Source: an optimization exercise on an open RTL-to-GDS flow (aim: small area, a short achievable clock period and few clock cycles per item). Production flows keep margins and buffers that such runs may drop. RTL that was checked went through simulation tests only; none was proved equivalent to the original. Power and IR drop assume default switching activity.

Design sfl_rs_dec, start of the top module:
module sfl_rs_dec (
    input  wire       clk,
    input  wire       rst,
    input  wire       in_valid,
    output reg        in_ready,
    input  wire [9:0] in_sym,
    input  wire       in_short,
    output reg        err_valid,
    output reg  [9:0] err_pos,
    output wire [9:0] err_val,
    output reg        done,
    output reg        fail,
    output reg  [4:0] nerr
);
For scale: about 7300 cells after synthesis, roughly 77000 sq um of cells after synthesis.
clock: 10.0 ns
lec_check: 0
cap_margin: 10
core_margin: 2
core_utilization: 30
cts_cluster_diameter: 60
cts_cluster_size: 30
place_density: 0.5
setup_slack_margin: 5
slew_margin: 10
synth_memory_max_bits: 16384
run.sh (not shown) runs the stock make flow with config.mk's settings and CLKGATE_MAP_FILE= SYNTH_SCRIPT=/design/flow/synth_recipe.tcl, a recipe that flattens the netlist after the stock synthesis.
Rerun with:
--- a/flow/design.v
+++ b/flow/design.v
@@ -184,30 +184,28 @@
     reg        k_short;
     reg        szero_r;
     reg        sc_en;            
     reg        sc_rot, sc_clr;   
     reg  [1:0] ph;               
     reg  [1:0] phn;              
     wire [4:0] kw = kr - 5'd1;   
-    wire       o_last = (kr == L);
     wire [9:0] mul_out [0:3];
     wire [9:0] lam_new [0:3];
     wire [9:0] xsel    [0:3];
     wire [9:0] bs_new  [0:3];
     generate
         for (g = 0; g < 4; g = g + 1) begin : g_lane
             assign mul_out[g] = gf_mul(opa_r[g], posr[g]);
             assign lam_new[g] = sU ? (lam[g] ^ mul_out[g]) :
                                 sN ? {9'd0, ph == 2'd0 && g == 0} : lam[g];
             assign xsel[g]    = (sU & chg) ? lam[g] : bs[g];
             wire [9:0] xprev  = (g != 0) ? xsel[(g == 0) ? 0 : g - 1] :
                                 (ph == 2'd0) ? 10'd0 :
                                 (kc == 2'd0) ? ((sU & chg) ? lam[15] : bs[15]) : carry;
-            wire [9:0] om_wr  = (sO && (kr != 5'd0) && (ph == kw[3:2]) && (kw[1:0] == g)) ? om_r :
-                                (sO && o_last && ({1'b0, ph, 2'd0} + g >= L)) ? 10'd0 : bs[g];
+            wire [9:0] om_wr  = (sO && (kr != 5'd0) && (ph == kw[3:2]) && (kw[1:0] == g)) ? om_r : bs[g];
             assign bs_new[g]  = (sU | (sD & shft)) ? xprev :
                                 sN ? {9'd0, ph == 2'd0 && g == 1} : om_wr;
         end
     endgenerate
     wire [9:0] dsum = mul_out[0] ^ mul_out[1] ^ mul_out[2] ^ mul_out[3] ^ ((kc == 2'd0) ? 10'd0 : acc);
     wire       pre_bs  = sG | (sU && kc != 2'd3);
     wire       pre_f   = sU && kc != 2'd3;
@@ -282,16 +280,15 @@
                 sa_r <= acc;
                 sb_r <= gf_sq(betr);
                 sF   <= 1'b0;
                 if (acc != 10'd0)
                     sG <= 1'b1;
                 else if (kr == 5'd29) begin
                     kr <= 5'd0;
-                    if (L > 5'd15) sW <= 1'b1;
-                    else           sO <= 1'b1;
+                    sO <= 1'b1;
                 end else begin
                     kr   <= kr + 5'd1;
                     shft <= 1'b1;
                     sD   <= 1'b1;
                 end
             end
             if (sG) begin
@@ -310,29 +307,28 @@
             if (sU) begin
                 carry <= xsel[3];
                 kc    <= kc + 2'd1;
                 if (kc == 2'd3) begin
                     sU <= 1'b0;
                     if (kr == 5'd29) begin
                         kr <= 5'd0;
-                        if (L > 5'd15) sW <= 1'b1;
-                        else           sO <= 1'b1;
+                        sO <= 1'b1;
                     end else begin
                         kr <= kr + 5'd1;
                         sD <= 1'b1;
                     end
                 end
             end
             if (sO) begin
                 acc <= dsum;
                 kc  <= kc + 2'd1;
                 if (kc == 2'd3) begin
                     om_r <= dsum;
                     kr   <= kr + 5'd1;
-                    if (o_last) begin
+                    if (kr == 5'd15) begin
                         sO <= 1'b0;
                         sW <= 1'b1;
                     end
                 end
             end
             if (ld) begin
                 sW <= 1'b0;
Outcome:
- routed wire length goes down by 1.9%
- cell count goes down by 0.94%
- power goes down by 1.8%
- maximum frequency goes up by 3.5%
- global-route usage hardly moves
- worst setup slack improves by 0.13 ns
- first-iteration DRC count goes down by 6.9%
- worst hold slack improves by 0.020 ns
- final area goes down by 0.97%
- sequential power stays flat
- via count goes down by 2.2%
Testbench counts after the change, summed over its fixed seeds: cycles 104,499, codewords 192.
No functional check of the RTL was part of the first run of this note.


before:
Another version of the RTL of sfl_rs_dec (not shown whole).
Size: about 43 I/O pins.
clock: 10.0 ns
lec_check: 0
cap_margin: 10
core_margin: 2
core_utilization: 30
cts_cluster_diameter: 60
cts_cluster_size: 30
place_density: 0.5
setup_slack_margin: 5
slew_margin: 10
synth_memory_max_bits: 16384
Input changes introduced in after (baseline for comparison: before):
diff --git a/flow/design.v b/flow/design.v
--- a/flow/design.v
+++ b/flow/design.v
@@ -175,15 +175,14 @@
     reg  [9:0] carry;
     reg  [9:0] sa_r, sb_r;       
     reg  [3:0] ch_k;             
     reg  [4:0] L;
     reg  [4:0] kr;               
     reg  [1:0] kc;               
     reg        chg;
-    reg        shft;             
     reg        k_short;
     reg        szero_r;
     reg        sc_en;            
     reg        sc_rot, sc_clr;   
     reg  [1:0] ph;               
     reg  [1:0] phn;              
     wire [4:0] kw = kr - 5'd1;   
@@ -192,20 +191,20 @@
     wire [9:0] xsel    [0:3];
     wire [9:0] bs_new  [0:3];
     generate
         for (g = 0; g < 4; g = g + 1) begin : g_lane
             assign mul_out[g] = gf_mul(opa_r[g], posr[g]);
             assign lam_new[g] = sU ? (lam[g] ^ mul_out[g]) :
                                 sN ? {9'd0, ph == 2'd0 && g == 0} : lam[g];
-            assign xsel[g]    = (sU & chg) ? lam[g] : bs[g];
+            assign xsel[g]    = chg ? lam[g] : bs[g];
             wire [9:0] xprev  = (g != 0) ? xsel[(g == 0) ? 0 : g - 1] :
                                 (ph == 2'd0) ? 10'd0 :
-                                (kc == 2'd0) ? ((sU & chg) ? lam[15] : bs[15]) : carry;
+                                (kc == 2'd0) ? (chg ? lam[15] : bs[15]) : carry;
             wire [9:0] om_wr  = (sO && (kr != 5'd0) && (ph == kw[3:2]) && (kw[1:0] == g)) ? om_r : bs[g];
-            assign bs_new[g]  = (sU | (sD & shft)) ? xprev :
+            assign bs_new[g]  = sU ? xprev :
                                 sN ? {9'd0, ph == 2'd0 && g == 1} : om_wr;
         end
     endgenerate
     wire [9:0] dsum = mul_out[0] ^ mul_out[1] ^ mul_out[2] ^ mul_out[3] ^ ((kc == 2'd0) ? 10'd0 : acc);
     wire       pre_bs  = sG | (sU && kc != 2'd3);
     wire       pre_f   = sU && kc != 2'd3;
     reg  [9:0] sc0 [0:3];
@@ -246,53 +245,40 @@
             if (xfer) begin
                 L       <= 5'd0;
                 kr      <= 5'd0;
                 kc      <= 2'd0;
                 betr    <= 10'd1;
                 k_short <= s_short;
                 szero_r <= szero;
-                shft    <= 1'b0;
                 sI      <= 1'b0;
                 sN      <= 1'b1;
             end
             if (sN) begin
                 kc <= kc + 2'd1;
                 if (kc == 2'd3) begin
                     sN <= 1'b0;
                     sD <= 1'b1;
                 end
             end
             if (sD) begin
-                acc   <= dsum;
-                kc    <= kc + 2'd1;
-                carry <= xsel[3];
-                if (kc == 2'd3)
-                    shft <= 1'b0;
+                acc <= dsum;
+                kc  <= kc + 2'd1;
                 if (szero_r) begin
                     sD <= 1'b0;
                     sW <= 1'b1;
                 end else if (kc == 2'd3) begin
                     sD <= 1'b0;
                     sF <= 1'b1;
                 end
             end
             if (sF) begin
                 sa_r <= acc;
                 sb_r <= gf_sq(betr);
                 sF   <= 1'b0;
-                if (acc != 10'd0)
-                    sG <= 1'b1;
-                else if (kr == 5'd29) begin
-                    kr <= 5'd0;
-                    sO <= 1'b1;
-                end else begin
-                    kr   <= kr + 5'd1;
-                    shft <= 1'b1;
-                    sD   <= 1'b1;
-                end
+                sG   <= 1'b1;
             end
             if (sG) begin
                 f     <= smul;
                 carry <= 10'd0;
                 chg   <= chg_n;
                 if (chg_n) begin
                     L    <= kr + 5'd1 - L;
### Flow results
Compared with before, after shows a higher register-to-register slack. Sequential share of cell area up 0.22 points in after wrt before. Going from before to after, actual slew at the worst max-slew pin shrinks by 160 ps. after ended with less met3 wirelength from detailed routing than before. after against before: area of the multi-input gates held, number of sinks driven by the clock tree held, H-tree depth went down 1. Going from before to after, clock skew -11 ps; hold slack decreased by 14 ps relative to the old numbers. Looking only at post-route clock period utilization, and setting everything else aside, the lower value of after and before goes to after. Diff before -> after | power density relative to cell area | down by a few percent. [compare] base=before new=after: growth of design area from synthesis to finish now sits lower; utilization now sits lower.
Testbench counts of after, summed over its fixed seeds: cycles 105,239, codewords 192.
No functional check of the RTL was part of before.

what the ideal ports hide:
How much do the figures lean on ideal ports? The routed layouts below were timed once more, with nothing changed but the port constraints.
Step 1, drivers: a clkbuf_16 drives clk and a buf_2 each remaining input, both assumed.
Step 2 times the ports against the registers' clock, not the clock port: input delays grow and output delays shrink by t, the midpoint of the rising clock arrivals with the driver on.
Slacks: ideal ports / drivers / drivers and shift; pairs: ideal ports / drivers.
| run | shift t [ns] | slack for setup (ns) | hold WS [ns] | worst data-port slew with drivers (ns) | pins driven straight from the clock port |
|---|---|---|---|---|---|
| the first run of note 1 | 0.930 | 6.099 / 6.005 / 6.150 | 0.310 / 0.310 / 0.310 | 0.06 | 1 |
| the second run of note 1 | 0.876 | 6.231 / 6.140 / 6.293 | 0.330 / 0.330 / 0.330 | 0.07 | 1 |
| before | 0.901 | 6.115 / 6.023 / 6.212 | 0.316 / 0.316 / 0.316 | 0.07 | 1 |
| after | 0.887 | 6.218 / 6.127 / 5.778 | 0.302 / 0.302 / 0.302 | 0.09 | 1 |
After both steps setup and hold are still met in every run listed. For after, which loses most, drivers alone change the setup slack by -0.091 ns; drivers and shift together by -0.440 ns.
